From an optimization exercise on the open Yosys and OpenROAD flow, aimed at small area, a short achievable clock period and few clock cycles per item; shortcuts taken in it are not production practice.
Only simulation tests tie the RTL to the original design; equivalence was not proved.
No activity file was given, so power comes from the tool's default toggle rates.

v31:
==> flow/design.v (excerpt) <==
module exact_sum (
    input  wire        clk,
    input  wire        rst,
    input  wire        in_valid,
    output wire        in_ready,
    input  wire [31:0] in_data,
    input  wire [1:0]  in_dtype,
    input  wire        in_last,
    output wire        out_valid,
    input  wire        out_ready,
    output wire [31:0] out_data
);
Size: ~680 flip-flops, roughly 32,000 µm² of cells after synthesis.
clock: 15.0 ns
lec_check: 0
cap_margin: 20
core_margin: 2
core_utilization: 40
slew_margin: 20
standard.sh (not shown) runs the stock make flow with config.mk's settings and CLKGATE_MAP_FILE= SYNTH_SCRIPT=/design/flow/synth_recipe.tcl, a recipe that flattens the netlist after the stock synthesis.
==> flow/flow/run.sh <==
#!/bin/bash
# Standard synthesis, then the standard layout steps with repair_timing asked
# for a larger setup margin (the SDC, period and IO constraints are unchanged),
# larger clock sink clusters and no dummy clock loads.
set -e
bash standard.sh synth > synth.log 2>&1
bash standard.sh SETUP_SLACK_MARGIN=11.3 "CTS_ARGS=-sink_clustering_enable -repair_clock_nets -dont_use_dummy_load -sink_clustering_size 30 -sink_clustering_max_diameter 80" finish > layout.log 2>&1
Testbench counts of v31, summed over its fixed seeds: cycles 32,739, items 32,678.
### v31 -> v26
==> flow/flow/run.sh <==
#!/bin/bash
# Standard synthesis, then the standard layout steps with repair_timing asked
# for a larger setup margin (the SDC, period and IO constraints are unchanged),
# larger clock sink clusters and no dummy clock loads.
set -e
bash standard.sh synth > synth.log 2>&1
bash standard.sh SETUP_SLACK_MARGIN=10.9 "CTS_ARGS=-sink_clustering_enable -repair_clock_nets -dont_use_dummy_load -sink_clustering_size 30 -sink_clustering_max_diameter 80" finish > layout.log 2>&1
Notes after the runs:
Of v26 and v31, the run reporting the higher diode insertion count for antenna repair was v26. For v26, the capture point of the critical path was out_data[13], unlike v31, where it was out_data[14]. The multi-input logic portion of the cell area number comes out higher for v31 vs v26. Post-route cell area: v26 < v31. Compared v26 vs v31, and wire length reported by the detailed router is down in v26. Of v26 and v31, v26 shows the higher share of power burned in the clock network, with v31 below it. Compared with v31, v26 shows a worst-case setup margin in the final layout that is 11 ps lower. In v26 the worst hold slack turned out 5.8 ps lower than in v31.
What v32 does differently from v26 at the input level:
==> flow/flow/run.sh <==
#!/bin/bash
# Standard synthesis, then the standard layout steps with repair_timing asked
# for a larger setup margin (the SDC, period and IO constraints are unchanged),
# larger clock sink clusters and no dummy clock loads.
set -e
bash standard.sh synth > synth.log 2>&1
bash standard.sh SETUP_SLACK_MARGIN=11 "CTS_ARGS=-sink_clustering_enable -repair_clock_nets -dont_use_dummy_load -sink_clustering_size 30 -sink_clustering_max_diameter 80 -clustering_exponent 2" finish > layout.log 2>&1
==> results.txt <==
- No stage failed in v32, and the final checks on the layout all came back clean.
- Every stage of the flow completed for v26, and the final layout passed the timing, design-rule and antenna checks.
- Between v26 and v32, the flow reports via count increasing slightly.
- Re total area of multi-input combinational cells: v32 and v26 aren't equal, and the lower value belongs to v26.
- Delta(met2 demand-to-capacity share in global routing, v32 - v26) < 0
- Any difference in overall global routing resource usage between v26 and v32 is small enough to ignore.
- Comparing the two runs side by side, v32 comes out ahead of v26 on final critical delay including setup and external delays.
- v32 vs. v26: number of post-CTS setup repair buffers went up 9; routed wire length saw a decrease.
- [compare] base=v26 new=v32: sequential share of cell area dropped 0.25 points; setup slack grew by 18 ps; power density normalized to cell area flat.
Modified inputs, v57 compared to v32
==> flow/flow/run.sh <==
#!/bin/bash
# Standard synthesis, then the standard layout steps with repair_timing asked
# for a larger setup margin (the SDC, period and IO constraints are unchanged),
# larger clock sink clusters and no dummy clock loads.
set -e
bash standard.sh synth > synth.log 2>&1
bash standard.sh SETUP_SLACK_MARGIN=11 "CTS_ARGS=-sink_clustering_enable -repair_clock_nets -dont_use_dummy_load -sink_clustering_size 30 -sink_clustering_max_diameter 80 -sink_clustering_levels 1" finish > layout.log 2>&1
Results
Summary of v57 over v32: combinational group share of total power neither gained nor lost much, clock distribution power neither gained nor lost much, count of flip-flops and latches neither gained nor lost much, number of antenna violations at the first check in global routing neither gained nor lost much, starting utilization of the core area neither gained nor lost much.
There was hardly any difference in area of combinational cells with multiple inputs between v57 and v32.
From v32 to v57 the numbers moved as follows: global-route met3 utilization closely matched the old numbers, final antenna-violating net count has remained practically unchanged.
Re overall power consumption: no difference whatsoever between v32 and v57.
v32 -> v57: headroom to the max-slew limit delta 0, exact match
Between v32 and v57, the largest net degree at the start of global routing does not differ in any meaningful way.
--- input diff v57..v27 ---
==> flow/flow/run.sh <==
#!/bin/bash
# Standard synthesis, then the standard layout steps with repair_timing asked
# for a larger setup margin (the SDC, period and IO constraints are unchanged),
# larger clock sink clusters and no dummy clock loads.
set -e
bash standard.sh synth > synth.log 2>&1
bash standard.sh SETUP_SLACK_MARGIN=11 "CTS_ARGS=-sink_clustering_enable -repair_clock_nets -dont_use_dummy_load -sink_clustering_size 30 -sink_clustering_max_diameter 80" finish > layout.log 2>&1
Results
Worst reg-to-reg path cell count came out exactly the same in v57 and v27.
Re async set or reset register ratio after synthesis: no difference whatsoever between v57 and v27.
As far as maximum resistive drop on vdd goes, v27 and v57 are indistinguishable; the numbers are identical.
There was hardly any difference in final RePlAce weighted congestion between v27 and v57.
Reported for v57 and v27, power dissipated by switching net loads turned out identical to the last digit.
Re mux contribution to synthesized area: no difference whatsoever between v27 and v57.
v27 ended with every stage complete and zero timing, DRC or antenna violations.
Delta (v27 minus v57): area of all placed cells without fillers level, post-route clock period utilization level, via count of the first global-routing pass level.
Reported for v57 and v27, share of the final layout cell area in sequential cells turned out identical to the last digit.

-- port drivers added, routing unchanged --
The flow's constraints put no driver on any port. The routed layouts listed below were extracted and timed again, unchanged, in two steps.
Step 1, drivers: a clkbuf_16 drives clk and a buf_2 each remaining input, both assumed.
Step 2 also shifts input and output timing later by t, the mid clock arrival at the registers, as if the neighbouring blocks saw the same clock.
a / b / c = ideal ports / drivers / drivers and shift; a / b = the first two.
run | t (ns) | setup slack, ns | hold slack, ns | worst setup path after step 2 | worst register clock-pin slew, ns
v31 | 0.631 | 10.901 / 10.836 / 10.475 | 0.277 / 0.277 / 0.277 | input to register | 0.11 / 0.11
v26 | 0.627 | 10.890 / 10.826 / 10.347 | 0.271 / 0.271 / 0.271 | input to register | 0.11 / 0.11
v32 | 0.639 | 10.908 / 10.842 / 10.461 | 0.288 / 0.288 / 0.288 | input to register | 0.11 / 0.11
v57 | 0.639 | 10.908 / 10.842 / 10.461 | 0.288 / 0.288 / 0.288 | input to register | 0.11 / 0.11
v27 | 0.639 | 10.908 / 10.842 / 10.461 | 0.288 / 0.288 / 0.288 | input to register | 0.11 / 0.11
After both steps setup and hold are still met in every run listed. For v26, which loses most, drivers alone change the setup slack by -0.064 ns; drivers and shift together by -0.543 ns.
